Source: an optimization exercise on an open RTL-to-GDS flow (aim: small area, a short achievable clock period and few clock cycles per item). Production flows keep margins and buffers that such runs may drop. RTL that was checked went through simulation tests only; none was proved equivalent to the original. The RTL of runs 2 and 3 was laid out without a check of its function.

==> flow/design.v (outline; a module is shown in full before it is edited, if it fits) <==
// module gst_ecc: 726 lines
module gst_ecc (
    input  wire        clk,
    input  wire        rst,
    input  wire        req_valid,
    output wire        req_ready,
    input  wire [1:0]  req_op,        
    input  wire [33:0] req_addr,      
    input  wire [31:0] req_origin,
    input  wire [79:0] req_cw,        
    input  wire [63:0] req_wdata,     
    input  wire [7:0]  req_wmask,     
    output reg         rsp_valid,
    input  wire        rsp_ready,
    output wire [63:0] rsp_data,
    output wire        rsp_wr,
    output wire [79:0] rsp_cw,
    output wire [1:0]  rsp_weight,    
    output wire        rsp_poison,
    input  wire        stat_clr,      
    input  wire [1:0]  log_clr,       
    output wire [63:0] eccstat,
    output wire [63:0] ecclog,
    output wire [31:0] eccorg
);
  // ...
==> flow/run.sh <==
#!/bin/bash
# synth_recipe.tcl (not shown) runs the flow's synth.tcl, then flattens the netlist and writes it again
# the make line also repeats each setting of config.mk as NAME=value (left out here)
make -C /OpenROAD-flow-scripts/flow DESIGN_CONFIG=/design/flow/config.mk WORK_HOME=/design/flow/orfs CLKGATE_MAP_FILE= SYNTH_SCRIPT=/design/flow/synth_recipe.tcl finish
==> flow/config.mk <==
export PLATFORM = sky130hd
export DESIGN_NAME = gst_ecc
export DESIGN_NICKNAME = gst_ecc
export VERILOG_FILES = /design/flow/design.v
export SDC_FILE = /design/flow/constraint.sdc
export NUM_CORES = 4
export LEC_CHECK = 0
export CAP_MARGIN = 20
export CORE_MARGIN = 2
export CORE_UTILIZATION = 40
export SLEW_MARGIN = 20
==> flow/constraint.sdc <==
create_clock -name core_clock -period 25.0 [get_ports {clk}]
set_input_delay 5.0000 -clock core_clock [delete_from_list [all_inputs] [get_ports {clk}]]
set_output_delay 5.0000 -clock core_clock [all_outputs]
set_load 0.01 [all_outputs]
==> summary.txt, run 1 <==
For this run, the number of Yosys warnings is 1. The library cell appearing most often on the critical path is sky130_fd_sc_hd__xnor2_1. The first global-routing pass estimated 160,000 microns of wire. The count of inserted tapcells is 864.

The count of sequential standard cells is 297. In this run the critical register-to-register path is launched from q_s1[4]. The run finished with no timing, DRC or antenna violations.

The max-slew violation count came out at 0. The summed instance area of the synthesized netlist came out at 0.0267 sq mm. Measured in cells, the most critical reg-to-reg path has a length of 22. The launching element type of the critical path is a register. The sequential area share after synthesis is 0.283. The relative slew slack is 0.238. The kind of cell with the highest combined delay on the critical path is XOR/XNOR gates.

The post-CTS setup buffer count is 0. The first-pass detailed-route iteration total is 6. The number of nets in the final layout is 3,474. Counting tap cells, the placed design contains a total of 4,047 instances. The final-layout clock buffer total is 49. The final clock skew came out at 0.0322 ns.

The quantity of I/O buffers inserted on ports is 512. The share of the synthesized area in the top cell type is 0.180. Ranked by instance count, the synthesized netlist is headed by sky130_fd_sc_hd__xnor2_1 (473), sky130_fd_sc_hd__nand2_1 (345), sky130_fd_sc_hd__nor2_1 (238), sky130_fd_sc_hd__xor2_1 (190), sky130_fd_sc_hd__edfxtp_1 (160). The total met3 wirelength after detailed routing came out at 8800 microns. The layout buffer count excluding clock buffers is 553.

The measured slew at the worst slew-check pin is 1.13 ns. The number of buffers created by CTS came out at 38.
Testbench counts, summed over its fixed seeds: cycles 12,008, items 12,000.
==> inputs of run 2 (changes only) <==
--- a/flow/design.v
+++ b/flow/design.v
@@ -18,31 +18,136 @@
     output wire        rsp_poison,
     input  wire        stat_clr,      
     input  wire [1:0]  log_clr,       
     output wire [63:0] eccstat,
     output wire [63:0] ecclog,
     output wire [31:0] eccorg
 );
     wire [6:0] s1, s3;
-    assign s1[0] = ^(req_cw[78:0] & 79'h3ea85bce5660dae8c881);
-    assign s1[1] = ^(req_cw[78:0] & 79'h7d50b79cacc1b5d19102);
-    assign s1[2] = ^(req_cw[78:0] & 79'h7aa16f3959836ba32204);
-    assign s1[3] = ^(req_cw[78:0] & 79'h4bea85bce5660dae8c88);
-    assign s1[4] = ^(req_cw[78:0] & 79'h17d50b79cacc1b5d1910);
-    assign s1[5] = ^(req_cw[78:0] & 79'h2faa16f3959836ba3220);
-    assign s1[6] = ^(req_cw[78:0] & 79'h5f542de72b306d746440);
-    assign s3[0] = ^(req_cw[78:0] & 79'h1b1ceb84c156929e46a1);
-    assign s3[1] = ^(req_cw[78:0] & 79'h3b7a2cbe2066c73ae130);
-    assign s3[2] = ^(req_cw[78:0] & 79'h3494f2350feede8b2f88);
-    assign s3[3] = ^(req_cw[78:0] & 79'h2d253c8d43fbb7a2cbe2);
-    assign s3[4] = ^(req_cw[78:0] & 79'h4d8e75c260ab494f2350);
-    assign s3[5] = ^(req_cw[78:0] & 79'h5dbd165f1033639d7098);
-    assign s3[6] = ^(req_cw[78:0] & 79'h5a4a791a87f76f4597c4);
-    wire par = ^req_cw;
+    wire par;
+    wire sx_0 = req_cw[24] ^ req_cw[75];
+    wire sx_1 = req_cw[25] ^ req_cw[76];
+    wire sx_2 = req_cw[55] ^ req_cw[72];
+    wire sx_3 = req_cw[58] ^ sx_0;
+    wire sx_4 = req_cw[17] ^ req_cw[33];
+    wire sx_5 = req_cw[30] ^ req_cw[37];
+    wire sx_6 = req_cw[23] ^ req_cw[50];
+    wire sx_7 = req_cw[27] ^ req_cw[56];
+    wire sx_8 = req_cw[19] ^ req_cw[67];
+    wire sx_9 = req_cw[38] ^ req_cw[51];
+    wire sx_10 = req_cw[59] ^ req_cw[73];
+    wire sx_11 = req_cw[60] ^ req_cw[74];
+    wire sx_12 = req_cw[8] ^ req_cw[39];
+    wire sx_13 = req_cw[9] ^ req_cw[40];
+    wire sx_14 = req_cw[16] ^ req_cw[52];
+    wire sx_15 = req_cw[28] ^ req_cw[57];
+    wire sx_16 = req_cw[26] ^ req_cw[61];
+    wire sx_17 = req_cw[20] ^ req_cw[68];
+    wire sx_18 = req_cw[21] ^ req_cw[69];
+    wire sx_19 = req_cw[7] ^ sx_6;
+    wire sx_20 = req_cw[15] ^ sx_9;
+    wire sx_21 = req_cw[49] ^ sx_5;
+    wire sx_22 = req_cw[78] ^ sx_3;
+    wire sx_23 = sx_1 ^ sx_10;
+    wire sx_24 = req_cw[29] ^ req_cw[32];
+    wire sx_25 = req_cw[13] ^ req_cw[48];
+    wire sx_26 = req_cw[18] ^ req_cw[66];
+    wire sx_27 = req_cw[31] ^ req_cw[77];
+    wire sx_28 = req_cw[22] ^ sx_7;
+    wire sx_29 = req_cw[46] ^ req_cw[71];
+    wire sx_30 = req_cw[45] ^ sx_2;
+    wire sx_31 = req_cw[10] ^ req_cw[34];
+    wire sx_32 = req_cw[14] ^ req_cw[36];
+    wire sx_33 = req_cw[11] ^ req_cw[41];
+    wire sx_34 = req_cw[12] ^ req_cw[47];
+    wire sx_35 = req_cw[43] ^ req_cw[53];
+    wire sx_36 = req_cw[35] ^ sx_11;
+    wire sx_37 = req_cw[42] ^ sx_15;
+    wire sx_38 = req_cw[54] ^ sx_8;
+    wire sx_39 = req_cw[62] ^ sx_4;
+    wire sx_40 = req_cw[70] ^ sx_16;
+    wire sx_41 = sx_12 ^ sx_14;
+    wire sx_42 = sx_18 ^ sx_20;
+    wire sx_43 = sx_17 ^ sx_26;
+    wire sx_44 = sx_21 ^ sx_28;
+    wire sx_45 = sx_22 ^ sx_30;
+    wire sx_46 = req_cw[5] ^ sx_13;
+    wire sx_47 = req_cw[3] ^ sx_19;
+    wire sx_48 = req_cw[6] ^ sx_44;
+    wire sx_49 = req_cw[44] ^ sx_25;
+    wire sx_50 = req_cw[64] ^ sx_24;
+    wire sx_51 = req_cw[63] ^ sx_31;
+    wire sx_52 = sx_23 ^ sx_29;
+    wire sx_53 = sx_27 ^ sx_33;
+    wire sx_54 = sx_34 ^ sx_41;
+    wire sx_55 = sx_32 ^ sx_43;
+    wire sx_56 = req_cw[4] ^ req_cw[65];
+    wire sx_57 = req_cw[52] ^ req_cw[53];
+    wire sx_58 = req_cw[61] ^ sx_39;
+    wire sx_59 = sx_4 ^ sx_42;
+    wire sx_60 = sx_2 ^ sx_46;
+    wire sx_61 = sx_36 ^ sx_37;
+    wire sx_62 = sx_40 ^ sx_45;
+    wire sx_63 = sx_35 ^ sx_52;
+    wire sx_64 = sx_38 ^ sx_49;
+    wire sx_65 = sx_47 ^ sx_51;
+    wire sx_66 = req_cw[18] ^ req_cw[42];
+    wire sx_67 = req_cw[23] ^ req_cw[39];
+    wire sx_68 = req_cw[0] ^ req_cw[75];
+    wire sx_69 = req_cw[4] ^ req_cw[72];
+    wire sx_70 = req_cw[26] ^ req_cw[65];
+    wire sx_71 = req_cw[2] ^ sx_13;
+    wire sx_72 = req_cw[51] ^ req_cw[57];
+    wire sx_73 = req_cw[54] ^ req_cw[74];
+    wire sx_74 = req_cw[1] ^ sx_50;
+    wire sx_75 = req_cw[47] ^ sx_8;
+    wire sx_76 = req_cw[46] ^ sx_19;
+    wire sx_77 = req_cw[13] ^ sx_56;
+    wire sx_78 = req_cw[71] ^ sx_1;
+    wire sx_79 = req_cw[66] ^ sx_16;
+    wire sx_80 = req_cw[25] ^ sx_60;
+    wire sx_81 = req_cw[41] ^ sx_48;
+    wire sx_82 = req_cw[77] ^ sx_18;
+    wire sx_83 = req_cw[37] ^ sx_59;
+    wire sx_84 = sx_14 ^ sx_22;
+    wire sx_85 = sx_17 ^ sx_27;
+    wire sx_86 = sx_20 ^ sx_24;
+    wire sx_87 = sx_11 ^ sx_37;
+    wire sx_88 = sx_12 ^ sx_36;
+    wire sx_89 = req_cw[73] ^ sx_57;
+    wire sx_90 = req_cw[76] ^ sx_62;
+    wire sx_91 = sx_25 ^ sx_35;
+    wire sx_92 = sx_23 ^ sx_40;
+    wire sx_93 = sx_29 ^ sx_45;
+    wire sx_94 = sx_39 ^ sx_53;
+    wire sx_95 = sx_54 ^ sx_63;
+    wire sx_96 = sx_55 ^ sx_64;
+    wire sx_97 = sx_50 ^ sx_72;
+    wire sx_98 = sx_61 ^ sx_65;
+    wire sx_99 = sx_54 ^ sx_86;
+    wire sx_100 = sx_67 ^ sx_82;
+    wire sx_101 = sx_70 ^ sx_89;
+    wire sx_102 = sx_84 ^ sx_97;
+    wire sx_103 = sx_94 ^ sx_98;
+    assign s1[0] = (((sx_44 ^ sx_52) ^ (sx_53 ^ (sx_19 ^ sx_38))) ^ (sx_87 ^ ((sx_68 ^ ((req_cw[14] ^ req_cw[44]) ^ (req_cw[55] ^ req_cw[62]))) ^ sx_42)));
+    assign s1[1] = ((sx_99 ^ (sx_87 ^ (sx_85 ^ (((req_cw[43] ^ req_cw[56]) ^ sx_6) ^ (req_cw[63] ^ (req_cw[1] ^ req_cw[22])))))) ^ sx_90);
+    assign s1[2] = (sx_102 ^ (sx_63 ^ ((sx_100 ^ sx_58) ^ (sx_71 ^ ((req_cw[30] ^ sx_7) ^ sx_49)))));
+    assign s1[3] = ((sx_65 ^ (sx_101 ^ (sx_75 ^ ((req_cw[70] ^ (req_cw[11] ^ req_cw[40])) ^ (sx_66 ^ sx_7))))) ^ (sx_83 ^ sx_93));
+    assign s1[4] = (((((sx_69 ^ sx_73) ^ sx_28) ^ (sx_9 ^ ((req_cw[34] ^ req_cw[35]) ^ (req_cw[48] ^ req_cw[64])))) ^ (sx_43 ^ ((req_cw[70] ^ (req_cw[19] ^ req_cw[24])) ^ (sx_15 ^ sx_33)))) ^ sx_95);
+    assign s1[5] = (((((req_cw[49] ^ req_cw[58]) ^ (req_cw[71] ^ req_cw[75])) ^ (sx_34 ^ ((req_cw[17] ^ req_cw[20]) ^ (req_cw[29] ^ req_cw[36])))) ^ (sx_100 ^ sx_101)) ^ ((sx_61 ^ sx_64) ^ sx_80));
+    assign s1[6] = (((sx_55 ^ (((req_cw[50] ^ (req_cw[10] ^ req_cw[21])) ^ sx_91) ^ (sx_73 ^ ((req_cw[29] ^ req_cw[40]) ^ sx_10)))) ^ sx_81) ^ sx_90);
+    assign s3[0] = (((sx_58 ^ sx_60) ^ (sx_75 ^ ((req_cw[56] ^ (req_cw[31] ^ req_cw[38])) ^ (sx_15 ^ sx_68)))) ^ (sx_76 ^ ((sx_23 ^ sx_51) ^ sx_55)));
+    assign s3[1] = ((((sx_77 ^ sx_85) ^ (sx_8 ^ ((req_cw[50] ^ req_cw[5]) ^ sx_57))) ^ sx_59) ^ (sx_92 ^ (((req_cw[8] ^ (req_cw[14] ^ req_cw[34])) ^ sx_21) ^ (sx_3 ^ sx_30))));
+    assign s3[2] = (((sx_79 ^ sx_91) ^ ((((req_cw[19] ^ req_cw[27]) ^ (req_cw[38] ^ req_cw[68])) ^ (sx_13 ^ sx_5)) ^ (sx_41 ^ sx_78))) ^ sx_103);
+    assign s3[3] = (sx_83 ^ ((((sx_32 ^ ((req_cw[28] ^ req_cw[48]) ^ (req_cw[59] ^ req_cw[6]))) ^ sx_74) ^ (sx_76 ^ sx_88)) ^ ((sx_79 ^ (sx_3 ^ sx_53)) ^ sx_80)));
+    assign s3[4] = (sx_93 ^ (sx_48 ^ (((sx_26 ^ (req_cw[9] ^ (req_cw[16] ^ req_cw[32]))) ^ (sx_38 ^ sx_77)) ^ (sx_58 ^ sx_88))));
+    assign s3[5] = (sx_102 ^ (sx_96 ^ (sx_47 ^ (((req_cw[69] ^ (req_cw[12] ^ req_cw[33])) ^ (sx_11 ^ sx_69)) ^ (sx_21 ^ sx_78)))));
+    assign s3[6] = (sx_81 ^ (sx_99 ^ (((sx_66 ^ ((req_cw[33] ^ req_cw[36]) ^ (req_cw[60] ^ req_cw[62]))) ^ sx_92) ^ (sx_71 ^ (((req_cw[65] ^ req_cw[67]) ^ (req_cw[78] ^ req_cw[7])) ^ (sx_0 ^ sx_31))))));
+    assign par = (sx_103 ^ ((((sx_42 ^ sx_74) ^ (sx_46 ^ (sx_56 ^ (req_cw[79] ^ (req_cw[0] ^ req_cw[2]))))) ^ (sx_48 ^ sx_96)) ^ (sx_62 ^ sx_95)));
     reg  [6:0] w3;
     always @(*) begin
         case (s1)
             7'd0: w3 = 7'd0;
             7'd1: w3 = 7'd1;
             7'd2: w3 = 7'd17;
             7'd3: w3 = 7'd24;
             7'd4: w3 = 7'd19;
@@ -168,31 +273,48 @@
             7'd124: w3 = 7'd60;
             7'd125: w3 = 7'd48;
             7'd126: w3 = 7'd116;
             7'd127: w3 = 7'd13;
             default: w3 = 7'd0;
         endcase
     end
     wire [6:0] t;
-    assign t[0] = (s3[0] & w3[0]) ^ (s3[1] & w3[6]) ^ (s3[2] & w3[5]) ^ (s3[3] & w3[4]) ^ (s3[4] & w3[3]) ^ (s3[5] & w3[2]) ^ (s3[5] & w3[6]) ^ (s3[6] & w3[1]) ^ (s3[6] & w3[5]);
-    assign t[1] = (s3[0] & w3[1]) ^ (s3[1] & w3[0]) ^ (s3[2] & w3[6]) ^ (s3[3] & w3[5]) ^ (s3[4] & w3[4]) ^ (s3[5] & w3[3]) ^ (s3[6] & w3[2]) ^ (s3[6] & w3[6]);
-    assign t[2] = (s3[0] & w3[2]) ^ (s3[1] & w3[1]) ^ (s3[2] & w3[0]) ^ (s3[3] & w3[6]) ^ (s3[4] & w3[5]) ^ (s3[5] & w3[4]) ^ (s3[6] & w3[3]);
-    assign t[3] = (s3[0] & w3[3]) ^ (s3[1] & w3[2]) ^ (s3[1] & w3[6]) ^ (s3[2] & w3[1]) ^ (s3[2] & w3[5]) ^ (s3[3] & w3[0]) ^ (s3[3] & w3[4]) ^ (s3[4] & w3[3]) ^ (s3[4] & w3[6]) ^ (s3[5] & w3[2]) ^ (s3[5] & w3[5]) ^ (s3[5] & w3[6]) ^ (s3[6] & w3[1]) ^ (s3[6] & w3[4]) ^ (s3[6] & w3[5]);
-    assign t[4] = (s3[0] & w3[4]) ^ (s3[1] & w3[3]) ^ (s3[2] & w3[2]) ^ (s3[2] & w3[6]) ^ (s3[3] & w3[1]) ^ (s3[3] & w3[5]) ^ (s3[4] & w3[0]) ^ (s3[4] & w3[4]) ^ (s3[5] & w3[3]) ^ (s3[5] & w3[6]) ^ (s3[6] & w3[2]) ^ (s3[6] & w3[5]) ^ (s3[6] & w3[6]);
-    assign t[5] = (s3[0] & w3[5]) ^ (s3[1] & w3[4]) ^ (s3[2] & w3[3]) ^ (s3[3] & w3[2]) ^ (s3[3] & w3[6]) ^ (s3[4] & w3[1]) ^ (s3[4] & w3[5]) ^ (s3[5] & w3[0]) ^ (s3[5] & w3[4]) ^ (s3[6] & w3[3]) ^ (s3[6] & w3[6]);
-    assign t[6] = (s3[0] & w3[6]) ^ (s3[1] & w3[5]) ^ (s3[2] & w3[4]) ^ (s3[3] & w3[3]) ^ (s3[4] & w3[2]) ^ (s3[4] & w3[6]) ^ (s3[5] & w3[1]) ^ (s3[5] & w3[5]) ^ (s3[6] & w3[0]) ^ (s3[6] & w3[4]);
+    wire [12:0] tm_p;
+    assign tm_p[0] = (s3[0] & w3[0]);
+    assign tm_p[1] = (s3[0] & w3[1]) ^ (s3[1] & w3[0]);
+    assign tm_p[2] = (s3[0] & w3[2]) ^ (s3[1] & w3[1]) ^ (s3[2] & w3[0]);
+    assign tm_p[3] = (s3[0] & w3[3]) ^ (s3[1] & w3[2]) ^ (s3[2] & w3[1]) ^ (s3[3] & w3[0]);
+    assign tm_p[4] = (s3[0] & w3[4]) ^ (s3[1] & w3[3]) ^ (s3[2] & w3[2]) ^ (s3[3] & w3[1]) ^ (s3[4] & w3[0]);
+    assign tm_p[5] = (s3[0] & w3[5]) ^ (s3[1] & w3[4]) ^ (s3[2] & w3[3]) ^ (s3[3] & w3[2]) ^ (s3[4] & w3[1]) ^ (s3[5] & w3[0]);
+    assign tm_p[6] = (s3[0] & w3[6]) ^ (s3[1] & w3[5]) ^ (s3[2] & w3[4]) ^ (s3[3] & w3[3]) ^ (s3[4] & w3[2]) ^ (s3[5] & w3[1]) ^ (s3[6] & w3[0]);
+    assign tm_p[7] = (s3[1] & w3[6]) ^ (s3[2] & w3[5]) ^ (s3[3] & w3[4]) ^ (s3[4] & w3[3]) ^ (s3[5] & w3[2]) ^ (s3[6] & w3[1]);
+    assign tm_p[8] = (s3[2] & w3[6]) ^ (s3[3] & w3[5]) ^ (s3[4] & w3[4]) ^ (s3[5] & w3[3]) ^ (s3[6] & w3[2]);
+    assign tm_p[9] = (s3[3] & w3[6]) ^ (s3[4] & w3[5]) ^ (s3[5] & w3[4]) ^ (s3[6] & w3[3]);
+    assign tm_p[10] = (s3[4] & w3[6]) ^ (s3[5] & w3[5]) ^ (s3[6] & w3[4]);
+    assign tm_p[11] = (s3[5] & w3[6]) ^ (s3[6] & w3[5]);
+    assign tm_p[12] = (s3[6] & w3[6]);
+    assign t[0] = tm_p[0] ^ tm_p[7] ^ tm_p[11];
+    assign t[1] = tm_p[1] ^ tm_p[8] ^ tm_p[12];
+    assign t[2] = tm_p[2] ^ tm_p[9];
+    assign t[3] = tm_p[3] ^ tm_p[7] ^ tm_p[10] ^ tm_p[11];
+    assign t[4] = tm_p[4] ^ tm_p[8] ^ tm_p[11] ^ tm_p[12];
+    assign t[5] = tm_p[5] ^ tm_p[9] ^ tm_p[12];
+    assign t[6] = tm_p[6] ^ tm_p[10];
+    wire [6:0] c = t ^ 7'd1;
     wire [6:0] z0;
+    wire zx_0 = c[3] ^ c[6];
+    wire zx_1 = c[2] ^ c[4];
     assign z0[0] = 1'b0;
-    assign z0[1] = (s3[0] & w3[2]) ^ (s3[0] & w3[3]) ^ (s3[0] & w3[4]) ^ (s3[0] & w3[6]) ^ (s3[1] & w3[1]) ^ (s3[1] & w3[2]) ^ (s3[1] & w3[3]) ^ (s3[1] & w3[5]) ^ (s3[1] & w3[6]) ^ (s3[2] & w3[0]) ^ (s3[2] & w3[1]) ^ (s3[2] & w3[2]) ^ (s3[2] & w3[4]) ^ (s3[2] & w3[5]) ^ (s3[2] & w3[6]) ^ (s3[3] & w3[0]) ^ (s3[3] & w3[1]) ^ (s3[3] & w3[3]) ^ (s3[3] & w3[4]) ^ (s3[3] & w3[5]) ^ (s3[3] & w3[6]) ^ (s3[4] & w3[0]) ^ (s3[4] & w3[2]) ^ (s3[4] & w3[3]) ^ (s3[4] & w3[4]) ^ (s3[4] & w3[5]) ^ (s3[5] & w3[1]) ^ (s3[5] & w3[2]) ^ (s3[5] & w3[3]) ^ (s3[5] & w3[4]) ^ (s3[6] & w3[0]) ^ (s3[6] & w3[1]) ^ (s3[6] & w3[2]) ^ (s3[6] & w3[3]) ^ (s3[6] & w3[6]);
-    assign z0[2] = (s3[0] & w3[3]) ^ (s3[0] & w3[4]) ^ (s3[0] & w3[6]) ^ (s3[1] & w3[2]) ^ (s3[1] & w3[3]) ^ (s3[1] & w3[5]) ^ (s3[1] & w3[6]) ^ (s3[2] & w3[1]) ^ (s3[2] & w3[2]) ^ (s3[2] & w3[4]) ^ (s3[2] & w3[5]) ^ (s3[2] & w3[6]) ^ (s3[3] & w3[0]) ^ (s3[3] & w3[1]) ^ (s3[3] & w3[3]) ^ (s3[3] & w3[4]) ^ (s3[3] & w3[5]) ^ (s3[4] & w3[0]) ^ (s3[4] & w3[2]) ^ (s3[4] & w3[3]) ^ (s3[4] & w3[4]) ^ (s3[5] & w3[1]) ^ (s3[5] & w3[2]) ^ (s3[5] & w3[3]) ^ (s3[6] & w3[0]) ^ (s3[6] & w3[1]) ^ (s3[6] & w3[2]) ^ (s3[6] & w3[6]);
-    assign z0[3] = (s3[0] & w3[5]) ^ (s3[0] & w3[6]) ^ (s3[1] & w3[4]) ^ (s3[1] & w3[5]) ^ (s3[2] & w3[3]) ^ (s3[2] & w3[4]) ^ (s3[3] & w3[2]) ^ (s3[3] & w3[3]) ^ (s3[3] & w3[6]) ^ (s3[4] & w3[1]) ^ (s3[4] & w3[2]) ^ (s3[4] & w3[5]) ^ (s3[4] & w3[6]) ^ (s3[5] & w3[0]) ^ (s3[5] & w3[1]) ^ (s3[5] & w3[4]) ^ (s3[5] & w3[5]) ^ (s3[6] & w3[0]) ^ (s3[6] & w3[3]) ^ (s3[6] & w3[4]) ^ (s3[6] & w3[6]);
-    assign z0[4] = (s3[0] & w3[1]) ^ (s3[0] & w3[2]) ^ (s3[0] & w3[4]) ^ (s3[1] & w3[0]) ^ (s3[1] & w3[1]) ^ (s3[1] & w3[3]) ^ (s3[2] & w3[0]) ^ (s3[2] & w3[2]) ^ (s3[3] & w3[1]) ^ (s3[3] & w3[6]) ^ (s3[4] & w3[0]) ^ (s3[4] & w3[5]) ^ (s3[5] & w3[4]) ^ (s3[5] & w3[6]) ^ (s3[6] & w3[3]) ^ (s3[6] & w3[5]);
-    assign z0[5] = (s3[0] & w3[3]) ^ (s3[0] & w3[5]) ^ (s3[0] & w3[6]) ^ (s3[1] & w3[2]) ^ (s3[1] & w3[4]) ^ (s3[1] & w3[5]) ^ (s3[1] & w3[6]) ^ (s3[2] & w3[1]) ^ (s3[2] & w3[3]) ^ (s3[2] & w3[4]) ^ (s3[2] & w3[5]) ^ (s3[3] & w3[0]) ^ (s3[3] & w3[2]) ^ (s3[3] & w3[3]) ^ (s3[3] & w3[4]) ^ (s3[3] & w3[6]) ^ (s3[4] & w3[1]) ^ (s3[4] & w3[2]) ^ (s3[4] & w3[3]) ^ (s3[4] & w3[5]) ^ (s3[5] & w3[0]) ^ (s3[5] & w3[1]) ^ (s3[5] & w3[2]) ^ (s3[5] & w3[4]) ^ (s3[5] & w3[6]) ^ (s3[6] & w3[0]) ^ (s3[6] & w3[1]) ^ (s3[6] & w3[3]) ^ (s3[6] & w3[5]) ^ (s3[6] & w3[6]);
-    assign z0[6] = (s3[0] & w3[3]) ^ (s3[0] & w3[6]) ^ (s3[1] & w3[2]) ^ (s3[1] & w3[5]) ^ (s3[1] & w3[6]) ^ (s3[2] & w3[1]) ^ (s3[2] & w3[4]) ^ (s3[2] & w3[5]) ^ (s3[3] & w3[0]) ^ (s3[3] & w3[3]) ^ (s3[3] & w3[4]) ^ (s3[4] & w3[2]) ^ (s3[4] & w3[3]) ^ (s3[5] & w3[1]) ^ (s3[5] & w3[2]) ^ (s3[5] & w3[6]) ^ (s3[6] & w3[0]) ^ (s3[6] & w3[1]) ^ (s3[6] & w3[5]);
+    assign z0[1] = (zx_0 ^ zx_1);
+    assign z0[2] = (c[4] ^ zx_0);
+    assign z0[3] = (c[5] ^ c[6]);
+    assign z0[4] = (c[1] ^ zx_1);
+    assign z0[5] = (c[5] ^ zx_0);
+    assign z0[6] = zx_0;
     wire is_w = (req_op == 2'd0);
     wire is_m = (req_op == 2'd2);
     wire is_s = (req_op == 2'd3);
     wire [7:0] kmask = is_w ? 8'hFF : is_m ? req_wmask : 8'h00;
     reg  [63:0] xm;
     integer bi;
     always @(*) begin
         for (bi = 0; bi < 8; bi = bi + 1)
@@ -226,23 +348,37 @@
             q_w      <= is_w;
             q_m      <= is_m;
             q_s      <= is_s;
             q_addr   <= req_addr;
             q_origin <= req_origin;
         end
     end
     wire [6:0] x1;
-    assign x1[0] = (q_s1[0] & q_z0[0]) ^ (q_s1[1] & q_z0[6]) ^ (q_s1[2] & q_z0[5]) ^ (q_s1[3] & q_z0[4]) ^ (q_s1[4] & q_z0[3]) ^ (q_s1[5] & q_z0[2]) ^ (q_s1[5] & q_z0[6]) ^ (q_s1[6] & q_z0[1]) ^ (q_s1[6] & q_z0[5]);
-    assign x1[1] = (q_s1[0] & q_z0[1]) ^ (q_s1[1] & q_z0[0]) ^ (q_s1[2] & q_z0[6]) ^ (q_s1[3] & q_z0[5]) ^ (q_s1[4] & q_z0[4]) ^ (q_s1[5] & q_z0[3]) ^ (q_s1[6] & q_z0[2]) ^ (q_s1[6] & q_z0[6]);
-    assign x1[2] = (q_s1[0] & q_z0[2]) ^ (q_s1[1] & q_z0[1]) ^ (q_s1[2] & q_z0[0]) ^ (q_s1[3] & q_z0[6]) ^ (q_s1[4] & q_z0[5]) ^ (q_s1[5] & q_z0[4]) ^ (q_s1[6] & q_z0[3]);
-    assign x1[3] = (q_s1[0] & q_z0[3]) ^ (q_s1[1] & q_z0[2]) ^ (q_s1[1] & q_z0[6]) ^ (q_s1[2] & q_z0[1]) ^ (q_s1[2] & q_z0[5]) ^ (q_s1[3] & q_z0[0]) ^ (q_s1[3] & q_z0[4]) ^ (q_s1[4] & q_z0[3]) ^ (q_s1[4] & q_z0[6]) ^ (q_s1[5] & q_z0[2]) ^ (q_s1[5] & q_z0[5]) ^ (q_s1[5] & q_z0[6]) ^ (q_s1[6] & q_z0[1]) ^ (q_s1[6] & q_z0[4]) ^ (q_s1[6] & q_z0[5]);
-    assign x1[4] = (q_s1[0] & q_z0[4]) ^ (q_s1[1] & q_z0[3]) ^ (q_s1[2] & q_z0[2]) ^ (q_s1[2] & q_z0[6]) ^ (q_s1[3] & q_z0[1]) ^ (q_s1[3] & q_z0[5]) ^ (q_s1[4] & q_z0[0]) ^ (q_s1[4] & q_z0[4]) ^ (q_s1[5] & q_z0[3]) ^ (q_s1[5] & q_z0[6]) ^ (q_s1[6] & q_z0[2]) ^ (q_s1[6] & q_z0[5]) ^ (q_s1[6] & q_z0[6]);
-    assign x1[5] = (q_s1[0] & q_z0[5]) ^ (q_s1[1] & q_z0[4]) ^ (q_s1[2] & q_z0[3]) ^ (q_s1[3] & q_z0[2]) ^ (q_s1[3] & q_z0[6]) ^ (q_s1[4] & q_z0[1]) ^ (q_s1[4] & q_z0[5]) ^ (q_s1[5] & q_z0[0]) ^ (q_s1[5] & q_z0[4]) ^ (q_s1[6] & q_z0[3]) ^ (q_s1[6] & q_z0[6]);
-    assign x1[6] = (q_s1[0] & q_z0[6]) ^ (q_s1[1] & q_z0[5]) ^ (q_s1[2] & q_z0[4]) ^ (q_s1[3] & q_z0[3]) ^ (q_s1[4] & q_z0[2]) ^ (q_s1[4] & q_z0[6]) ^ (q_s1[5] & q_z0[1]) ^ (q_s1[5] & q_z0[5]) ^ (q_s1[6] & q_z0[0]) ^ (q_s1[6] & q_z0[4]);
+    wire [12:0] xm_p;
+    assign xm_p[0] = (q_s1[0] & q_z0[0]);
+    assign xm_p[1] = (q_s1[0] & q_z0[1]) ^ (q_s1[1] & q_z0[0]);
+    assign xm_p[2] = (q_s1[0] & q_z0[2]) ^ (q_s1[1] & q_z0[1]) ^ (q_s1[2] & q_z0[0]);
+    assign xm_p[3] = (q_s1[0] & q_z0[3]) ^ (q_s1[1] & q_z0[2]) ^ (q_s1[2] & q_z0[1]) ^ (q_s1[3] & q_z0[0]);
+    assign xm_p[4] = (q_s1[0] & q_z0[4]) ^ (q_s1[1] & q_z0[3]) ^ (q_s1[2] & q_z0[2]) ^ (q_s1[3] & q_z0[1]) ^ (q_s1[4] & q_z0[0]);
+    assign xm_p[5] = (q_s1[0] & q_z0[5]) ^ (q_s1[1] & q_z0[4]) ^ (q_s1[2] & q_z0[3]) ^ (q_s1[3] & q_z0[2]) ^ (q_s1[4] & q_z0[1]) ^ (q_s1[5] & q_z0[0]);
+    assign xm_p[6] = (q_s1[0] & q_z0[6]) ^ (q_s1[1] & q_z0[5]) ^ (q_s1[2] & q_z0[4]) ^ (q_s1[3] & q_z0[3]) ^ (q_s1[4] & q_z0[2]) ^ (q_s1[5] & q_z0[1]) ^ (q_s1[6] & q_z0[0]);
+    assign xm_p[7] = (q_s1[1] & q_z0[6]) ^ (q_s1[2] & q_z0[5]) ^ (q_s1[3] & q_z0[4]) ^ (q_s1[4] & q_z0[3]) ^ (q_s1[5] & q_z0[2]) ^ (q_s1[6] & q_z0[1]);
+    assign xm_p[8] = (q_s1[2] & q_z0[6]) ^ (q_s1[3] & q_z0[5]) ^ (q_s1[4] & q_z0[4]) ^ (q_s1[5] & q_z0[3]) ^ (q_s1[6] & q_z0[2]);
+    assign xm_p[9] = (q_s1[3] & q_z0[6]) ^ (q_s1[4] & q_z0[5]) ^ (q_s1[5] & q_z0[4]) ^ (q_s1[6] & q_z0[3]);
+    assign xm_p[10] = (q_s1[4] & q_z0[6]) ^ (q_s1[5] & q_z0[5]) ^ (q_s1[6] & q_z0[4]);
+    assign xm_p[11] = (q_s1[5] & q_z0[6]) ^ (q_s1[6] & q_z0[5]);
+    assign xm_p[12] = (q_s1[6] & q_z0[6]);
+    assign x1[0] = xm_p[0] ^ xm_p[7] ^ xm_p[11];
+    assign x1[1] = xm_p[1] ^ xm_p[8] ^ xm_p[12];
+    assign x1[2] = xm_p[2] ^ xm_p[9];
+    assign x1[3] = xm_p[3] ^ xm_p[7] ^ xm_p[10] ^ xm_p[11];
+    assign x1[4] = xm_p[4] ^ xm_p[8] ^ xm_p[11] ^ xm_p[12];
+    assign x1[5] = xm_p[5] ^ xm_p[9] ^ xm_p[12];
+    assign x1[6] = xm_p[6] ^ xm_p[10];
     wire [6:0] x2 = x1 ^ q_s1;
     reg        v1, p1;
     always @(*) begin
         case (x1)
             7'd0: begin v1 = 1'b0; p1 = 1'b0; end
             7'd1: begin v1 = 1'b1; p1 = 1'b0; end
             7'd2: begin v1 = 1'b1; p1 = 1'b0; end
             7'd3: begin v1 = 1'b1; p1 = 1'b0; end
@@ -651,31 +787,124 @@
     assign h2[59] = (x2 == 7'd125);
     assign h2[60] = (x2 == 7'd115);
     assign h2[61] = (x2 == 7'd111);
     assign h2[62] = (x2 == 7'd87);
     assign h2[63] = (x2 == 7'd39);
     assign rsp_data = q_x ^ ((h1 ^ h2) & en);
     wire [64:0] info = {enc_p, rsp_data};
     wire [13:0] chk;
-    assign chk[0] = ^(info & 65'h12a2d78a6784ee361);
-    assign chk[1] = ^(info & 65'h17e7789ea88d325a3);
-    assign chk[2] = ^(info & 65'h1d6c26b7369e8a827);
-    assign chk[3] = ^(info & 65'h1ad84d6e6d3d1504e);
-    assign chk[4] = ^(info & 65'h7124d56bdfec43fd);
-    assign chk[5] = ^(info & 65'h1c864d271c796649b);
-    assign chk[6] = ^(info & 65'hbae4dc45f7622a57);
-    assign chk[7] = ^(info & 65'h175c9b88beec454ae);
-    assign chk[8] = ^(info & 65'h1c1be09b1a5c64a3d);
-    assign chk[9] = ^(info & 65'ha9516bc533c2771b);
-    assign chk[10] = ^(info & 65'h152a2d78a6784ee36);
-    assign chk[11] = ^(info & 65'ha545af14cf09dc6c);
-    assign chk[12] = ^(info & 65'h14a8b5e299e13b8d8);
-    assign chk[13] = ^(info & 65'h9516bc533c2771b0);
-    wire cpar = ^(info & 65'he61b2862283a5edf);
+    wire cpar;
+    wire ex_0 = info[3] ^ info[14];
+    wire ex_1 = info[17] ^ info[43];
+    wire ex_2 = info[0] ^ info[22];
+    wire ex_3 = info[1] ^ info[23];
+    wire ex_4 = info[2] ^ info[24];
+    wire ex_5 = info[4] ^ info[26];
+    wire ex_6 = info[5] ^ info[27];
+    wire ex_7 = info[25] ^ info[30];
+    wire ex_8 = info[13] ^ info[46];
+    wire ex_9 = info[31] ^ info[47];
+    wire ex_10 = info[37] ^ info[62];
+    wire ex_11 = info[38] ^ info[63];
+    wire ex_12 = info[9] ^ info[29];
+    wire ex_13 = info[18] ^ info[44];
+    wire ex_14 = info[6] ^ info[61];
+    wire ex_15 = info[33] ^ info[58];
+    wire ex_16 = info[32] ^ ex_5;
+    wire ex_17 = info[39] ^ info[64];
+    wire ex_18 = info[50] ^ info[53];
+    wire ex_19 = info[56] ^ ex_0;
+    wire ex_20 = ex_7 ^ ex_9;
+    wire ex_21 = info[12] ^ info[45];
+    wire ex_22 = info[10] ^ info[48];
+    wire ex_23 = info[11] ^ info[49];
+    wire ex_24 = info[28] ^ info[42];
+    wire ex_25 = info[7] ^ ex_10;
+    wire ex_26 = info[40] ^ ex_2;
+    wire ex_27 = info[41] ^ ex_3;
+    wire ex_28 = info[52] ^ ex_1;
+    wire ex_29 = info[55] ^ ex_4;
+    wire ex_30 = info[57] ^ ex_8;
+    wire ex_31 = info[60] ^ ex_6;
+    wire ex_32 = info[20] ^ info[59];
+    wire ex_33 = info[21] ^ ex_11;
+    wire ex_34 = info[19] ^ ex_14;
+    wire ex_35 = info[15] ^ ex_30;
+    wire ex_36 = info[54] ^ ex_20;
+    wire ex_37 = ex_16 ^ ex_18;
+    wire ex_38 = ex_21 ^ ex_22;
+    wire ex_39 = ex_15 ^ ex_31;
+    wire ex_40 = info[16] ^ info[50];
+    wire ex_41 = info[8] ^ ex_13;
+    wire ex_42 = info[34] ^ info[59];
+    wire ex_43 = info[35] ^ ex_17;
+    wire ex_44 = info[51] ^ ex_12;
+    wire ex_45 = info[29] ^ ex_39;
+    wire ex_46 = info[44] ^ ex_24;
+    wire ex_47 = info[54] ^ ex_26;
+    wire ex_48 = ex_11 ^ ex_27;
+    wire ex_49 = ex_23 ^ ex_29;
+    wire ex_50 = ex_25 ^ ex_32;
+    wire ex_51 = ex_19 ^ ex_38;
+    wire ex_52 = info[14] ^ info[33];
+    wire ex_53 = info[13] ^ info[49];
+    wire ex_54 = info[0] ^ ex_0;
+    wire ex_55 = info[8] ^ info[61];
+    wire ex_56 = info[26] ^ info[43];
+    wire ex_57 = info[30] ^ info[45];
+    wire ex_58 = info[40] ^ info[42];
+    wire ex_59 = info[10] ^ ex_13;
+    wire ex_60 = info[24] ^ ex_8;
+    wire ex_61 = info[4] ^ ex_28;
+    wire ex_62 = info[1] ^ ex_33;
+    wire ex_63 = info[36] ^ info[63];
+    wire ex_64 = info[36] ^ info[64];
+    wire ex_65 = info[51] ^ info[55];
+    wire ex_66 = info[23] ^ ex_19;
+    wire ex_67 = info[11] ^ ex_36;
+    wire ex_68 = info[48] ^ ex_1;
+    wire ex_69 = info[27] ^ ex_23;
+    wire ex_70 = info[7] ^ ex_45;
+    wire ex_71 = info[37] ^ ex_17;
+    wire ex_72 = info[5] ^ ex_49;
+    wire ex_73 = info[12] ^ ex_46;
+    wire ex_74 = info[16] ^ ex_50;
+    wire ex_75 = info[46] ^ ex_20;
+    wire ex_76 = info[28] ^ ex_42;
+    wire ex_77 = info[60] ^ ex_12;
+    wire ex_78 = info[34] ^ ex_40;
+    wire ex_79 = info[32] ^ ex_47;
+    wire ex_80 = ex_4 ^ ex_34;
+    wire ex_81 = info[62] ^ ex_43;
+    wire ex_82 = ex_14 ^ ex_29;
+    wire ex_83 = ex_27 ^ ex_35;
+    wire ex_84 = ex_26 ^ ex_37;
+    wire ex_85 = ex_24 ^ ex_41;
+    wire ex_86 = ex_34 ^ ex_44;
+    wire ex_87 = ex_28 ^ ex_53;
+    wire ex_88 = ex_35 ^ ex_68;
+    wire ex_89 = ex_51 ^ ex_56;
+    wire ex_90 = ex_48 ^ ex_60;
+    wire ex_91 = ex_66 ^ ex_84;
+    assign chk[0] = (ex_88 ^ ((((ex_52 ^ ex_57) ^ ex_41) ^ (ex_6 ^ (ex_18 ^ ex_2))) ^ ((ex_71 ^ ex_76) ^ ex_86)));
+    assign chk[1] = (((ex_39 ^ ex_47) ^ ex_74) ^ (ex_87 ^ ((((info[38] ^ info[57]) ^ ex_18) ^ (ex_22 ^ ex_3)) ^ ((ex_55 ^ ex_9) ^ ex_43))));
+    assign chk[2] = ((ex_49 ^ (ex_33 ^ (((info[19] ^ info[43]) ^ ex_10) ^ (ex_57 ^ ex_64)))) ^ (ex_83 ^ (ex_45 ^ ex_79)));
+    assign chk[3] = (((ex_73 ^ ex_75) ^ (ex_78 ^ (ex_19 ^ ex_71))) ^ (ex_82 ^ ((ex_32 ^ (info[22] ^ ex_15)) ^ ex_48)));
+    assign chk[4] = (ex_91 ^ ((ex_75 ^ ex_80) ^ (ex_85 ^ (((info[35] ^ info[38]) ^ (info[9] ^ (info[21] ^ info[33]))) ^ (ex_25 ^ ex_31)))));
+    assign chk[5] = (((ex_59 ^ ((info[17] ^ ex_64) ^ ex_54)) ^ ex_90) ^ (ex_50 ^ (ex_36 ^ ex_37)));
+    assign chk[6] = ((((ex_42 ^ (ex_1 ^ ex_2)) ^ ex_37) ^ (ex_62 ^ ex_82)) ^ ((ex_77 ^ (ex_30 ^ ex_46)) ^ ex_67));
+    assign chk[7] = (ex_70 ^ (ex_89 ^ (((ex_13 ^ ex_3) ^ (ex_65 ^ ((info[22] ^ info[2]) ^ (info[32] ^ info[61])))) ^ (ex_36 ^ ex_81))));
+    assign chk[8] = ((((((info[18] ^ info[31]) ^ ex_10) ^ (ex_17 ^ ex_63)) ^ (ex_28 ^ ex_44)) ^ ex_72) ^ ex_91);
+    assign chk[9] = (((ex_51 ^ ex_61) ^ (ex_76 ^ (ex_55 ^ ((info[25] ^ info[39]) ^ ex_12)))) ^ (ex_79 ^ ex_90));
+    assign chk[10] = ((((ex_7 ^ ((info[47] ^ info[53]) ^ ex_5)) ^ ex_81) ^ (ex_77 ^ ((ex_52 ^ ex_58) ^ ex_59))) ^ (ex_72 ^ ex_83));
+    assign chk[11] = ((ex_67 ^ ex_89) ^ (ex_80 ^ (((info[58] ^ (info[15] ^ info[41])) ^ ex_78) ^ (ex_63 ^ (ex_58 ^ ex_6)))));
+    assign chk[12] = ((((ex_65 ^ ((info[35] ^ info[3]) ^ (info[41] ^ info[64]))) ^ ex_73) ^ (ex_69 ^ ((info[6] ^ (info[25] ^ info[31])) ^ ex_16))) ^ (ex_74 ^ ex_88));
+    assign chk[13] = ((((((info[14] ^ info[36]) ^ (info[47] ^ info[56])) ^ (ex_21 ^ ex_40)) ^ (ex_16 ^ ex_33)) ^ (ex_85 ^ ex_87)) ^ ex_70);
+    assign cpar = ((ex_62 ^ ex_86) ^ (((ex_15 ^ (info[57] ^ (info[20] ^ info[2]))) ^ (ex_25 ^ ex_38)) ^ ((ex_54 ^ ex_69) ^ ex_61)));
     assign rsp_cw = {cpar, info, chk};
     reg [31:0] ce1_cnt;
     reg [15:0] ce2_cnt;
     reg [15:0] ue_cnt;
     reg [33:0] log_addr;
     reg [1:0]  log_weight;
     reg        log_poison;
     reg        log_scrub;
==> flow/flow/run.sh (new file) <==
#!/bin/bash
# The standard layout, with the ports buffered by the smallest buffer
# (sky130_fd_sc_hd__buf_1) instead of the default delay buffer.
set -euo pipefail
bash standard.sh "BUFFER_PORTS_ARGS=-buffer_cell sky130_fd_sc_hd__buf_1" finish > standard_flow.log 2>&1
==> flow/standard.sh (new file) <==
#!/bin/bash
# synth_recipe.tcl (not shown) runs the flow's synth.tcl, then flattens the netlist and writes it again
# the make line also repeats each setting of config.mk as NAME=value (left out here)
make -C /OpenROAD-flow-scripts/flow DESIGN_CONFIG=/design/flow/config.mk WORK_HOME=/design/flow/orfs CLKGATE_MAP_FILE= SYNTH_SCRIPT=/design/flow/synth_recipe.tcl "${@:-finish}"
removed: flow/run.sh
==> run 2 against run 1 <==
Against the previous run:
- clock skew is 0.011 ns lower
- sequential share of layout area is 5.3 points higher
- flip-flop and latch count stayed put
- maximum frequency is 6.6% higher
- first-iteration DRC count is 5.8% lower
- core utilization is 4.7 points lower
- die area is 11% lower
- still clean
==> summary.txt, run 2 <==
The first routing iteration left 1,966 violations. The ratio of routed vias to standard cells is 5.44. The register containing the most flip-flops in the final layout is q_x. The number of standard-cell rows in the floorplan is 89. The max-slew violation count is 0 (unchanged). The main flop type after synthesis is sky130_fd_sc_hd__edfxtp_1.

For this run, design rule violations remaining after detail routing come to 0. The aggregate global-route resource usage came out at 0.305. The type of destination of the critical path is a primary output. The final cell area excluding filler cells is 0.0269 sq mm. Setup violations remaining at the end of the flow were counted as 0. After clock tree synthesis, the flow added hold-fix buffers numbering 0.

The post-CTS setup buffer count came out at 0 (unchanged). The first-pass detailed-route iteration total is 8 (+2). The H-tree depth reported by CTS came out at 2. The fraction of final layout cells with drive strength greater than 1 came out at 0.0716. The relative slew slack came out at 0.264 (+0.0260). In the layout the commonest cells are sky130_fd_sc_hd__buf_1 (511), sky130_fd_sc_hd__xnor2_1 (438), sky130_fd_sc_hd__nand2_1 (320). The achievable clock frequency came out at 0.0781 GHz. Clock tree synthesis found a total of 297 sinks.

The largest registers in the layout are q_x x64, log_addr x34, q_addr x34. For this design the top-level I/O count stands at 537. The maximum root-to-sink buffer count came out at 3.

Synthesis handed over a netlist of 2,543 instances. The placer's final routability congestion estimate is 0.997. The die width came out at 248 microns. The max-capacitance violation count is 0.

The buffer type at the clock tree root is sky130_fd_sc_hd__clkbuf_16. TritonCTS built the clock tree. Of all cell types, the one taking the most synthesized area is sky130_fd_sc_hd__edfxtp_1. In this run the worst setup path begins at q_s1[6]. The total of warnings raised by yosys came out at 1 (unchanged).

In the post-synthesis netlist, the cell with the most instances is sky130_fd_sc_hd__xnor2_1. The setup path with the least slack is of type register to primary output. The clock slew at the register clock pins of the worst setup and hold paths came out at 0.06 ns. The measured slew at the worst slew-check pin came out at 1.10 ns (-0.0388 ns).

The number of flip-flops under the largest register name came out at 64. The share of the synthesized area in the top cell type is 0.202 (+0.0222).

The placed instances occupy a cell area of 0.0258 sq mm. The number of antenna violations at the first check in global routing is 15. The critical-path maximum fanout is 47. The area growth from synthesis to layout is 13.3%. The initial standard-cell utilization of the core is 0.403. The global-route wire length before repair came to 135,000 microns (-16%).

Dividing the detail-routed wire length by the instance count gives 25.8 microns. In this run the most critical hold path is launched from log_addr[30]. The quantity of I/O buffers inserted on ports is 512 (unchanged).

The die is 248 microns tall. The routed design has 96,800 microns of wire. The floorplan step defined a die boundary enclosing 0.0614 sq mm. For this run the aggregate overflow at the end of global routing stands at 0. Data on the critical path is required at its endpoint by 20.00 ns. After synthesis, the cell types taking the most area are sky130_fd_sc_hd__edfxtp_1 (20%), sky130_fd_sc_hd__xnor2_1 (16%), sky130_fd_sc_hd__dfxtp_1 (12%). The number of distinct standard cells referenced by the synthesized netlist is 89. The summed instance area of the synthesized netlist is 0.0238 sq mm (-11%). Setup repair after global routing left no endpoint under its margin. The insertion delay to the later sink of the worst-skew pair is 0.55 ns. Summed over all failing endpoints, the final setup total negative slack is 0 ns. The minimum clock period came out at 12.81 ns.

The final hold violation count is 0. The mean instance size in the synthesized netlist is 9.34 sq um. The worst register-to-register path begins at q_s1[6].

The largest net degree at the start of global routing is 77. The standard cell core area came out at 0.0589 sq mm. The share of flip-flops with an asynchronous set or reset after synthesis came out at 0. The library cell used most frequently in the layout, excluding fill and tap cells, is sky130_fd_sc_hd__buf_1. The sequential area share after synthesis was 0.318 (+0.0349). The number of nets in the final layout came out at 3,174 (-8.6%). The run finished with no timing, DRC or antenna violations. The final route contains 20,400 vias. The final cycle utilization of the critical path is 0.512. The post-cts repair resize count is 0. The wire-length estimate of the detail-placed layout is 77,800 microns. The number of global-route vias before repair came out at 19,700. The register bit total from synthesis is 297.

For the worst setup path, the data arrival time is 7.81 ns. The class of the tightest hold or removal check is register to register.

The number of buffers created by CTS is 35 (-7.9%). STA classifies the critical path startpoint as a register. The count of flip-flops with a built-in enable after synthesis came out at 160.

By count the netlist is led by sky130_fd_sc_hd__xnor2_1 (438), sky130_fd_sc_hd__nand2_1 (320), sky130_fd_sc_hd__nor2_1 (230), sky130_fd_sc_hd__xor2_1 (162), sky130_fd_sc_hd__edfxtp_1 (160). The final clock skew is 0.0213 ns (-0.0110 ns).

The count of nets left with antenna violations after detail routing is 0.
## run 2: changes by cell type after synthesis, sizes merged, moves of 25 or more
cell / before / now
inv: 98 / 73
clkbuf: 100 / 75
xor2: 197 / 168
a211oi: 74 / 8
mux2i: 41 / 12
xnor2: 491 / 454
xnor3: 111 / 84
nand2: 347 / 321
nand3: 71 / 96
## run 2: layer usage
metal  GRT usage  routed length (microns)  vias up
met5           0                        9        -
met4       0.128                     4150        2
li1            -                        -     9293
met3      0.0683                     8030      194
met1       0.379                    38300     9842
met2       0.509                    46200     1055
## run 2: worst paths after layout
check                       to  slack [ns]  depth (start not counted)
hold reg to reg   log_addr[30]        0.45                          2
setup / recovery     rsp_cw[8]       12.19                         20
hold / removal    log_addr[30]        0.45                          2
setup reg to reg        org[2]       18.52                         19
## run 2: cells by family after synthesis
family,share of synthesized area
and+or+nand+nor,0.165
xor gates and xnor gates,0.330
DFF,0.318
AOI/OAI and AO/OA,0.0825
buffers and inverters,0.0620
muxes,0.0359
adders and majority gates,0.00674
other,0.000158
## run 2: worst max-delay path, cell delays in order (launching register included)
cell and delay, ns:
sky130_fd_sc_hd__edfxtp_1 0.60, sky130_fd_sc_hd__nand2_1 0.10, sky130_fd_sc_hd__xor3_2 0.47, sky130_fd_sc_hd__xor3_2 0.55, sky130_fd_sc_hd__xnor2_1 0.44, sky130_fd_sc_hd__inv_2 0.15
sky130_fd_sc_hd__ha_1 0.30, sky130_fd_sc_hd__ha_1 0.31, sky130_fd_sc_hd__a21oi_1 0.05, sky130_fd_sc_hd__a211o_1 0.32, sky130_fd_sc_hd__a32oi_2 0.74, sky130_fd_sc_hd__o21a_2 0.21
sky130_fd_sc_hd__buf_4 0.49, sky130_fd_sc_hd__nor3_1 0.15, sky130_fd_sc_hd__xnor2_1 0.51, sky130_fd_sc_hd__xor2_1 0.32, sky130_fd_sc_hd__xnor3_1 0.44, sky130_fd_sc_hd__xnor2_1 0.45
sky130_fd_sc_hd__xnor2_1 0.27, sky130_fd_sc_hd__xor2_1 0.18, sky130_fd_sc_hd__buf_1 0.16
## run 2: layout make-up
class | instances | area, sq um
antenna | 10 | 25.0
clock buffer | 45 | 953
clock inverter | 18 | 189
fill | 5844 | 32000
inverter | 73 | 274
multi-input combinational | 1990 | 14900
sequential | 297 | 7550
tap | 773 | 967
timing repair buffer | 538 | 2120
## run 2: through the flow
stage	std cells	setup slack (ns)	util	hold WS (ns)
after floorplan	2566	11.06	-	0.437
after global placement	3671	13.03	0.437	0.443
after detailed placement	3671	12.84	0.437	0.448
after CTS	3734	12.24	0.457	0.456
after global routing	3744	11.88	0.457	0.472
final	3744	12.19	0.457	0.452
==> inputs of run 3 (changes only) <==
==> flow/flow/run.sh (replaced) <==
#!/bin/bash
# The standard layout, with the ports buffered by the smallest buffer
# (sky130_fd_sc_hd__buf_1) instead of the default delay buffer, and timing
# repair aiming 12 ns below the clock period.
set -euo pipefail
bash standard.sh "BUFFER_PORTS_ARGS=-buffer_cell sky130_fd_sc_hd__buf_1" SETUP_SLACK_MARGIN=12 finish > standard_flow.log 2>&1
==> run 3 against run 2 <==
Against the previous run:
- non-clock buffer count decreased by 4
- global-route usage is 1.2 points lower
- routed wire length shrank 2.9%
- count of clock-buffer cells in the layout rose by 3
- core utilization fell by 0.066 points
- cell count down 0.16%
==> summary.txt, run 3 <==
The die width came out at 248 microns (unchanged). The depth of the most critical reg-to-reg path is 21 (+2). The measured slew at the worst slew-check pin was 1.19 ns (+0.0961 ns). The number of buffers created by CTS was 34 (-2.9%). The number of standard-cell rows in the floorplan came out at 89 (unchanged). The count of nets left with antenna violations after detail routing is 0 (unchanged). The number of global-route vias before repair came out at 19,200 (-2.4%). The max-capacitance violation count was 0 (unchanged).

The routed length per placed instance came out at 25.1 microns (-2.7%). Ranked by total cell area, the synthesized netlist is headed by sky130_fd_sc_hd__edfxtp_1 (20%), sky130_fd_sc_hd__xnor2_1 (16%), sky130_fd_sc_hd__dfxtp_1 (12%).

The DRC violations left is 0 (unchanged). The number of antenna violations at the first check in global routing came out at 17 (+2). The final cycle utilization of the critical path came to 0.512 (about the same). Setup repair after global routing left no endpoint under its margin. The most used flip-flop cell after synthesis is sky130_fd_sc_hd__edfxtp_1. The worst-case setup margin in the final layout came to 12.20 ns (+0.0106 ns).

Counting flops per register, the top entry is q_x. The quantity of I/O buffers inserted on ports is 512 (unchanged). STA classifies the critical path startpoint as a register.

The area growth from synthesis to final layout came out at 13.2%. The ratio of routed vias to standard cells is 5.47 (+0.39%). The number of nets in the final layout came out at 3,169 (-0.16%).

The share of the synthesized area in the top cell type is 0.202 (unchanged). The largest registers in the layout are q_x x64, log_addr x34, q_addr x34. The final HPWL from detailed placement was 75,300 microns (-3.3%). The summed instance area of the synthesized netlist is 0.0238 sq mm (unchanged).

STA classifies the critical path endpoint as a primary output. The standard cell core area is 0.0589 sq mm (unchanged). The initial DRC count came to 2,223 (+13%). The critical-path maximum fanout is 47 (unchanged).

The run finished with no timing, DRC or antenna violations. The achievable clock frequency came out at 0.0781 GHz (about the same). The first-pass detailed-route iteration total came out at 7 (-1). The count of flip-flops with a built-in enable after synthesis is 160 (unchanged). The share of flip-flops with an asynchronous set or reset after synthesis came out at 0 (unchanged). The fraction of final layout cells with drive strength greater than 1 came out at 0.0714 (-0.000217). The number of distinct standard cells referenced by the synthesized netlist is 89 (unchanged). The number of hold buffers added after cts came out at 0 (unchanged).

The worst register-to-register path begins at q_s1[6]. The startpoint identified for the worst hold timing path is log_addr[4]. The number of top-level pins came out at 537 (unchanged).

The worst-case register-to-register setup slack came out at 18.48 ns (-0.04 ns). The final-report setup violation count came out at 0 (unchanged). The maximum root-to-sink buffer count is 3 (unchanged).

The relative slew slack is 0.200 (-0.0645). The remaining global-route overflow is 0 (unchanged). The post-placement worst setup slack is 12.81 ns (-0.0342 ns). The insertion delay to the later sink of the worst-skew pair is 0.56 ns (about the same). The critical path start-end classification is register to primary output. Of all cell types, the one taking the most synthesized area is sky130_fd_sc_hd__edfxtp_1. The final clock skew came out at 0.0224 ns (+0.00112 ns).

The clock slew at the register clock pins of the worst setup and hold paths came out at 0.06 ns (about the same). The die span in y is 248 microns (unchanged). The TritonCTS sink count came out at 297 (unchanged). In this run the critical register-to-register path is captured at org[14].

TritonCTS built the clock tree. The mean instance size in the synthesized netlist was 9.34 sq um (unchanged). The post-CTS setup buffer count is 0 (unchanged). The total of warnings raised by yosys is 1 (unchanged). The H-tree depth reported by CTS came out at 2 (unchanged).

The total wire length came out at 94,000 microns (-2.9%). The aggregate global-route resource usage came out at 0.293 (-0.0119). The initial standard-cell utilization of the core is 0.403 (unchanged). The total negative slack for setup checks came out at 0 ns (unchanged). The minimum clock period came out at 12.80 ns (-0.0106 ns). The via total after detailed routing is 20,400 (+0.23%).

The area of the die came to 0.0614 sq mm (unchanged). The cell sitting at the root of the clock tree is a sky130_fd_sc_hd__clkbuf_16. The sequential area share after synthesis is 0.318 (unchanged).

The count of mapped cells out of synthesis is 2,543 (unchanged). The global-route wire length before repair is 131,000 microns (-3.5%). The largest net degree at the start of global routing is 74 (-3.9%). The placer's final routability congestion estimate came out at 1.02 (+2.4%). The library cells used most frequently in the layout, excluding fill and tap cells, are sky130_fd_sc_hd__buf_1 (511), sky130_fd_sc_hd__xnor2_1 (434), sky130_fd_sc_hd__nand2_1 (320). The path class of the tightest hold or removal check is register to register. The cell count of the worst hold path was 2 (unchanged).

The register bit total from synthesis is 297 (unchanged). The signal arrival time at the worst endpoint came out at 7.80 ns (about the same). The post-cts repair resize count is 0 (unchanged).

Yosys instantiated no cell more often than sky130_fd_sc_hd__xnor2_1. The number of flip-flops under the largest register name is 64 (unchanged). Sorting the synthesized cells by how often they occur yields sky130_fd_sc_hd__xnor2_1 (438), sky130_fd_sc_hd__nand2_1 (320), sky130_fd_sc_hd__nor2_1 (230), sky130_fd_sc_hd__xor2_1 (162), sky130_fd_sc_hd__edfxtp_1 (160). The hold path endpoint is log_addr[4]. The max-slew violation count came out at 0 (unchanged). The leading cell type in the layout, fill and taps excluded is sky130_fd_sc_hd__buf_1.

The final hold violation count came out at 0 (unchanged). The endpoint required time on the critical path was 20.00 ns (about the same).
[run 3: cell count changes in the layout (fill, tap and decap cells not counted), sizes merged]
cell and change:
clkinvlp -3, diode -1, bufinv -2, buf -4, clkinv +1, clkbuf +3
[run 3: cells by family after synthesis]
family / count (synthesis) / synth area share
AO/OA/AOI/OAI: 292 / 0.0825
XOR/XNOR: 720 / 0.330
adder cells (fa/ha/maj): 13 / 0.00674
buffers and inverters: 279 / 0.0620
flip-flops: 297 / 0.318
multiplexers: 77 / 0.0359
other: 1 / 0.000158
AND/OR/NAND/NOR: 864 / 0.165
[run 3: worst max-delay path by stage]
| stage | end | slack [ns] | from | cells past startpoint |
|---|---|---|---|---|
| after global routing | rsp_cw[7] | 12.01 | q_s1[6] | 20 |
| after CTS | rsp_cw[7] | 12.20 | q_s1[6] | 21 |
| final | rsp_cw[7] | 12.20 | q_s1[6] | 20 |
| after global placement | rsp_cw[79] | 12.95 | q_s1[6] | 21 |
| after floorplan | req_ready | 12.91 | rsp_ready | 1 |
| after detailed placement | rsp_cw[7] | 12.81 | q_s1[6] | 21 |
[run 3: metrics by stage]
step | hold WS, ns | area (sq um) | instances | utilization
4_1_cts | 0.455 | 26800 | 3729 | 0.456
3_3_place_gp | 0.442 | 25700 | 3667 | 0.437
3_5_place_dp | 0.447 | 25700 | 3667 | 0.437
5_1_grt | 0.467 | 26900 | 3736 | 0.456
2_1_floorplan | 0.437 | 23900 | 2566 | -
6_report | 0.452 | 26900 | 3738 | 0.457
[run 3: critical path: stages, from the launching register on]
cell	delay (ns)
sky130_fd_sc_hd__edfxtp_1	0.60
sky130_fd_sc_hd__nand2_1	0.10
sky130_fd_sc_hd__xor3_2	0.48
sky130_fd_sc_hd__xor3_2	0.56
sky130_fd_sc_hd__xnor2_1	0.40
sky130_fd_sc_hd__inv_2	0.15
sky130_fd_sc_hd__ha_1	0.30
sky130_fd_sc_hd__ha_1	0.31
sky130_fd_sc_hd__a21oi_1	0.05
sky130_fd_sc_hd__a211o_1	0.33
sky130_fd_sc_hd__a32oi_2	0.15
sky130_fd_sc_hd__buf_4	0.29
sky130_fd_sc_hd__o21a_2	0.15
sky130_fd_sc_hd__buf_4	0.51
sky130_fd_sc_hd__nor3_1	0.16
sky130_fd_sc_hd__xnor2_1	0.87
sky130_fd_sc_hd__xnor3_1	0.56
sky130_fd_sc_hd__xnor2_1	0.40
sky130_fd_sc_hd__xnor3_1	0.49
sky130_fd_sc_hd__xnor2_1	0.19
sky130_fd_sc_hd__buf_1	0.17
[run 3: layout make-up]
| class | count | area, sq um |
|---|---|---|
| flip-flops and latches | 297 | 7550 |
| fillers | 5787 | 32000 |
| clock inverters | 14 | 153 |
| well taps | 773 | 967 |
| multi-input cells | 1990 | 14900 |
| repair buffers | 534 | 2090 |
| diodes | 9 | 22.5 |
| clock buffers | 48 | 943 |
| inverters | 73 | 274 |
[run 3: per-layer routing]
metal | share of wire | global-route usage | wire length (microns)
met5 | 0.00099 | 0 | 93
met4 | 0.044 | 0.121 | 4160
met3 | 0.085 | 0.0549 | 7940
met2 | 0.46 | 0.476 | 43600
met1 | 0.41 | 0.383 | 38100

## afterwards: timing with drivers on the ports
The results above use ideal ports. As a check the final layouts listed here were re-extracted and re-timed, cells and wires unchanged. Step 1 (the two cells are an assumption about what drives the block):
set clk [get_ports {clk}]
set_driving_cell -lib_cell sky130_fd_sc_hd__clkbuf_16 $clk
set_driving_cell -lib_cell sky130_fd_sc_hd__buf_2 [delete_from_list [all_inputs] $clk]
Step 2 adds t to the input delays and takes it off the output delays; t is the mean of the earliest and latest rising clock arrival at the registers after step 1. Input paths then give back, and output paths get back, about the clock's delay inside the block. a / b / c = no drivers / after step 1 / after step 2; a / b = the first two.
| run | t (ns) | setup WS [ns] | hold slack, ns | worst register clock-pin slew, ns |
|---|---|---|---|---|
| run 1 | 0.632 | 11.341 / 11.274 / 11.906 | 0.452 / 0.452 / 0.452 | 0.08 / 0.08 |
| run 2 | 0.596 | 12.189 / 12.131 / 12.727 | 0.452 / 0.452 / 0.452 | 0.07 / 0.07 |
| run 3 | 0.611 | 12.200 / 12.139 / 12.750 | 0.452 / 0.452 / 0.452 | 0.06 / 0.06 |
After both steps every run listed still meets setup and hold.
